Background: an optimization exercise with open tools, aiming at small area and a short achievable clock period. Do not read the settings as production practice. The RTL was checked by simulation tests, not by an equivalence proof against the original design. Power figures rest on the tool's default switching activity, not on a simulated workload.

==> flow/design.v (excerpt) <==
module lane_symbol_path (
    input  wire        clk,
    input  wire        rst,            
    input  wire        rx_valid,       
    input  wire [19:0] rx_bits,
    input  wire        cdr_lock,       
    input  wire        comma_align,    
    input  wire        bitslip,        
    input  wire        decode_check,   
    output reg         tx_valid,       
    output reg  [19:0] tx_bits,        
    output reg  [1:0]  code_err,       
    output reg  [1:0]  disp_err,       
    output reg         sym_lock,       
    output reg  [3:0]  word_phase      
);
Size: ~820 cells after synthesis, about 60 flip-flops, ~57 I/O pins, ~6700 sq um of cells after synthesis.
make LEC_CHECK=0 CAP_MARGIN=20 CORE_MARGIN=2 CORE_UTILIZATION=40 SLEW_MARGIN=20 finish   # period 34.0 ns
run.sh (not shown) runs the stock make flow with config.mk's settings and CLKGATE_MAP_FILE= SYNTH_SCRIPT=/design/flow/synth_recipe.tcl, a recipe that flattens the netlist after the stock synthesis.
Then changed:
==> flow/flow/run.sh (new file) <==
#!/bin/bash
# Layout flow: the standard ORFS flow (standard.sh, all steps), with
#  - an area-oriented ABC mapping script for the synthesis's logic mapping
#    (the registers are mapped as in the standard synthesis, before ABC),
#  - plain buffers (buf_2) instead of delay buffers on the ports,
#  - an extra setup margin for the flow's repair_timing calls, so that the
#    repair works on the paths that set the achieved period.
# The clock period and constraints are the standard flow's (constraint.sdc, config.mk).
set -euo pipefail
W=$(pwd)
rm -rf "$W/scripts_local"
cp -r "$FLOW_HOME/scripts" "$W/scripts_local"
cp "$W/flow/abc_area_map.script" "$W/scripts_local/abc_speed.script"
export SCRIPTS_DIR="$W/scripts_local"
export BUFFER_PORTS_ARGS="-buffer_cell sky130_fd_sc_hd__buf_2"
if [[ -f "$W/flow/setup_margin" ]]; then
  export SETUP_SLACK_MARGIN=$(cat "$W/flow/setup_margin")
fi
bash standard.sh > "$W/orfs_flow.log" 2>&1
==> flow/flow/abc_area_map.script (new file) <==
strash
dc2
dch -f
amap
topo
buffer -c
upsize -c
dnsize -c
==> flow/standard.sh (new file) <==
#!/bin/bash
# synth_recipe.tcl (not shown) runs the flow's synth.tcl, then flattens the netlist and writes it again
# the make line also repeats each setting of config.mk as NAME=value (left out here)
make -C /OpenROAD-flow-scripts/flow DESIGN_CONFIG=/design/flow/config.mk WORK_HOME=/design/flow/orfs CLKGATE_MAP_FILE= SYNTH_SCRIPT=/design/flow/synth_recipe.tcl "${@:-finish}"
removed: flow/run.sh
Effect:
- The changed run went through all stages and came out clean
- sequential power drops by 5.0%
- routed wire length drops by 12%
- cell area drops by 14%
- setup slack gets better by 0.19 ns
- fmax climbs by 1.5%
- total power drops by 7.2%
- global-route usage drops by 0.42 points
- clock power drops by 21%
- sequential cell count does not change
- hold slack gets better by 0.0049 ns
Then changed:
==> flow/run.sh (new file) <==
#!/bin/bash
# synth_recipe.tcl (not shown) runs the flow's synth.tcl, then flattens the netlist and writes it again
# the make line also repeats each setting of config.mk as NAME=value (left out here)
make -C /OpenROAD-flow-scripts/flow DESIGN_CONFIG=/design/flow/config.mk WORK_HOME=/design/flow/orfs CLKGATE_MAP_FILE= SYNTH_SCRIPT=/design/flow/synth_recipe.tcl finish
Settings changed: ABC_AREA from default to 1.
removed: flow/flow/run.sh
removed: flow/flow/abc_area_map.script
removed: flow/standard.sh
Outcome:
- design area goes up by 27%
- register-to-register slack improves by 1.2 ns
- first-iteration DRC count goes up by 24%
- routed wire length goes up by 30%
- hold slack degrades by 0.0050 ns
- global-route usage goes up by 1.6 points
- utilization goes up by 1.0 points
- power goes up by 14%
- non-clock buffer count stays the same
- sequential power goes up by 2.6%
Then changed:
==> flow/flow/run.sh (new file) <==
#!/bin/bash
# Layout flow: the standard ORFS flow (standard.sh, all steps), with
#  - an area-oriented ABC mapping script for the synthesis's logic mapping
#    (the registers are mapped as in the standard synthesis, before ABC),
#  - plain buffers (buf_2) instead of delay buffers on the ports,
#  - an extra setup margin for the flow's repair_timing calls, so that the
#    repair works on the paths that set the achieved period.
# The clock period and constraints are the standard flow's (constraint.sdc, config.mk).
set -euo pipefail
W=$(pwd)
rm -rf "$W/scripts_local"
cp -r "$FLOW_HOME/scripts" "$W/scripts_local"
cp "$W/flow/abc_area_map.script" "$W/scripts_local/abc_speed.script"
export SCRIPTS_DIR="$W/scripts_local"
export BUFFER_PORTS_ARGS="-buffer_cell sky130_fd_sc_hd__buf_2"
if [[ -f "$W/flow/setup_margin" ]]; then
  export SETUP_SLACK_MARGIN=$(cat "$W/flow/setup_margin")
fi
bash standard.sh > "$W/orfs_flow.log" 2>&1
==> flow/flow/abc_area_map.script (new file) <==
strash
dc2
dch -f
amap
topo
buffer -c
dnsize -c
==> flow/standard.sh (new file) <==
#!/bin/bash
# synth_recipe.tcl (not shown) runs the flow's synth.tcl, then flattens the netlist and writes it again
# the make line also repeats each setting of config.mk as NAME=value (left out here)
make -C /OpenROAD-flow-scripts/flow DESIGN_CONFIG=/design/flow/config.mk WORK_HOME=/design/flow/orfs CLKGATE_MAP_FILE= SYNTH_SCRIPT=/design/flow/synth_recipe.tcl "${@:-finish}"
Settings changed: ABC_AREA 1 to default, CTS_CLUSTER_DIAMETER from default to 150, CTS_CLUSTER_SIZE from default to 60.
removed: flow/run.sh
Result:
- The new run finished with timing, DRC and antenna clean
- sequential cell count does not change
- cell area decreases by 25%
- clock power came out higher by 4.5%
- clock-buffer cell count climbs by 2
- power decreases by 12%
- fmax drops by 4.7%
- via count is lower by 20%
- hold slack gains 0.013 ns
- register-to-register slack loses 2.3 ns
Then changed:
==> flow/flow/abc_area_map.script (replaced) <==
strash
dc2
dch -f
amap
topo
buffer -c
upsize -c
dnsize -c
==> flow/flow/setup_margin (new file) <==
23
Settings changed: CORE_UTILIZATION 40 to 60, CTS_CLUSTER_DIAMETER 150 to default, CTS_CLUSTER_SIZE 60 to default.
What happened: Power grows by a few percent. Critical path depth shrinks by 4. Global-route usage grows by 11 points. Setup slack gains 0.75 ns. Combinational power grows by a quarter to a third. Synthesized cell count stays the same. Via count grows by roughly a tenth. Count of clock-buffer cells in the layout shrinks by 1.
Then changed:
==> flow/flow/abc_area_map.script (replaced) <==
strash
dc2
dch -f
amap
topo
buffer -c
dnsize -c
Settings changed: CORE_UTILIZATION 60 to 40.
removed: flow/flow/setup_margin
Result: Combinational power falls by a quarter to a third. Clock-buffer cell count rose by 1. Utilization goes down by 33 points. First-iteration DRC count rose by roughly a tenth. Synthesized cell count stays the same. Design area falls by about a fifth. Routed wire length falls by about a fifth.

---

lane_symbol_path, a different RTL version from the one above (not shown whole).
For scale: about 740 cells after synthesis, roughly 60 flip-flops, about 57 I/O pins.
export LEC_CHECK = 0
export CAP_MARGIN = 20
export CORE_MARGIN = 2
export CORE_UTILIZATION = 40
export SLEW_MARGIN = 60
create_clock -name core_clock -period 34.0 [get_ports {clk}]
standard.sh (not shown) runs the stock make flow with config.mk's settings and CLKGATE_MAP_FILE= SYNTH_SCRIPT=/design/flow/synth_recipe.tcl, a recipe that flattens the netlist after the stock synthesis.
==> flow/flow/run.sh <==
#!/bin/bash
# Layout flow: the standard ORFS flow (standard.sh, all steps), with
#  - an area-oriented ABC mapping script for the synthesis's logic mapping
#    (abc_area_map.script; the registers are mapped as in the standard
#    synthesis, before ABC),
#  - plain buffers (buf_2) instead of delay buffers on the ports,
#  - a smaller clock tree: clkbuf_8 buffers, no dummy loads.
# The clock period and constraints are the standard flow's (constraint.sdc, config.mk).
# Each tool's output is in orfs/logs/; make's own output in orfs_flow.log.
set -euo pipefail
W=$(pwd)
rm -rf "$W/scripts_local"
cp -r "$FLOW_HOME/scripts" "$W/scripts_local"
cp "$W/flow/abc_area_map.script" "$W/scripts_local/abc_speed.script"
export SCRIPTS_DIR="$W/scripts_local"
export BUFFER_PORTS_ARGS="-buffer_cell sky130_fd_sc_hd__buf_2"
export CTS_ARGS="-sink_clustering_enable -repair_clock_nets -buf_list sky130_fd_sc_hd__clkbuf_8 -root_buf sky130_fd_sc_hd__clkbuf_8 -dont_use_dummy_load -sink_clustering_size 20 -sink_clustering_max_diameter 100"
bash standard.sh > "$W/orfs_flow.log" 2>&1
==> flow/flow/abc_area_map.script <==
strash
dc2
dch -f
amap
topo
The baseline finished clean.
Next try:
--- a/flow/flow/run.sh
+++ b/flow/flow/run.sh
@@ -7 +7,4 @@
-#  - a smaller clock tree: clkbuf_8 buffers, no dummy loads.
+#  - a smaller clock tree: clkbuf_8 buffers, no dummy loads,
+#  - a setup margin for the flow's repair_timing calls a little beyond the
+#    slack the layout reaches without it, so that the repair upsizes the
+#    weak drivers on the few paths that set the achieved period.
@@ -17,0 +21,2 @@
+export SETUP_SLACK_MARGIN=23.0
+export TNS_END_PERCENT=0
==> flow/flow/abc_area_map.script (replaced) <==
strash
dc2
dch -f
amap
topo
buffer -c
dnsize -c
=>
- The changed run passed the timing, design-rule and antenna checks
- total power increases by 11%
- via count increases by 5.1%
- global-route usage increases by 0.51 points
Next try:
--- a/flow/flow/run.sh
+++ b/flow/flow/run.sh
@@ -7,4 +7 @@
-#  - a smaller clock tree: clkbuf_8 buffers, no dummy loads,
-#  - a setup margin for the flow's repair_timing calls a little beyond the
-#    slack the layout reaches without it, so that the repair upsizes the
-#    weak drivers on the few paths that set the achieved period.
+#  - a smaller clock tree: clkbuf_8 buffers, no dummy loads.
@@ -21,2 +17,0 @@
-export SETUP_SLACK_MARGIN=23.0
-export TNS_END_PERCENT=0
--- a/flow/config.mk
+++ b/flow/config.mk
@@ -11 +11 @@
-export SLEW_MARGIN = 60
+export SLEW_MARGIN = 80
The changed run completed with no timing, DRC or antenna violations.
Final cell count rises by 1.9%.
Cell area rises by 8.1%.
Global-route usage goes up by 0.61 points.
Worst setup slack degrades by 1.4 ns.
Next try:
--- a/flow/flow/run.sh
+++ b/flow/flow/run.sh
@@ -7 +7,4 @@
-#  - a smaller clock tree: clkbuf_8 buffers, no dummy loads.
+#  - a smaller clock tree: clkbuf_8 buffers, no dummy loads,
+#  - a setup margin for the flow's repair_timing calls a little beyond the
+#    slack the layout reaches without it, so that the repair upsizes the
+#    weak drivers on the few paths that set the achieved period.
@@ -17,0 +21,2 @@
+export SETUP_SLACK_MARGIN=22.6
+export TNS_END_PERCENT=0
--- a/flow/config.mk
+++ b/flow/config.mk
@@ -11 +11 @@
-export SLEW_MARGIN = 80
+export SLEW_MARGIN = 60
Result: The changed run finished clean; synthesized area is unchanged; sequential power went up by about 0.8%; count of clock-buffer cells in the layout does not change; via count went down by 2.1%; cell area went down by 15%; global-route usage went down by 1.1 points; hold slack got worse by 0.0036 ns; core utilization went down by 8.3 points; power went down by 9.0%.

==> re-timing with driven ports <==
The results above use ideal ports. As a check the final layouts listed here were re-extracted and re-timed, cells and wires unchanged.
Step 1: set_driving_cell puts a clkbuf_16 on clk and a buf_2 on each other input, an assumption about the parent block.
Step 2 moves the port delays by t, midway between the first and last clock arrival at a register: inputs arrive t later, outputs are due t later. That takes back most of the time a late clock gives input paths.
Slacks: ideal / step 1 / step 2; pairs: ideal / step 1.
run | shift t [ns] | setup slack, ns | pins driven straight from the clock port
the first run of note 1 | 0.378 | 21.372 / 21.332 / 21.710 | 1
the second run of note 1 | 0.381 | 21.558 / 21.519 / 21.899 | 1
the third run of note 1 | 0.385 | 21.938 / 21.895 / 22.280 | 1
the fourth run of note 1 | 0.375 | 21.347 / 21.360 / 20.985 | 1
the fifth run of note 1 | 0.386 | 22.100 / 22.065 / 22.451 | 1
the sixth run of note 1 | 0.375 | 21.347 / 21.360 / 20.985 | 1
the first run of note 2 | 0.373 | 22.207 / 22.222 / 21.849 | 1
the second run of note 2 | 0.381 | 23.072 / 23.037 / 22.900 | 1
the third run of note 2 | 0.373 | 21.651 / 21.665 / 21.291 | 1
the fourth run of note 2 | 0.380 | 22.847 / 22.813 / 22.647 | 1
After both steps every run listed still meets setup and hold.
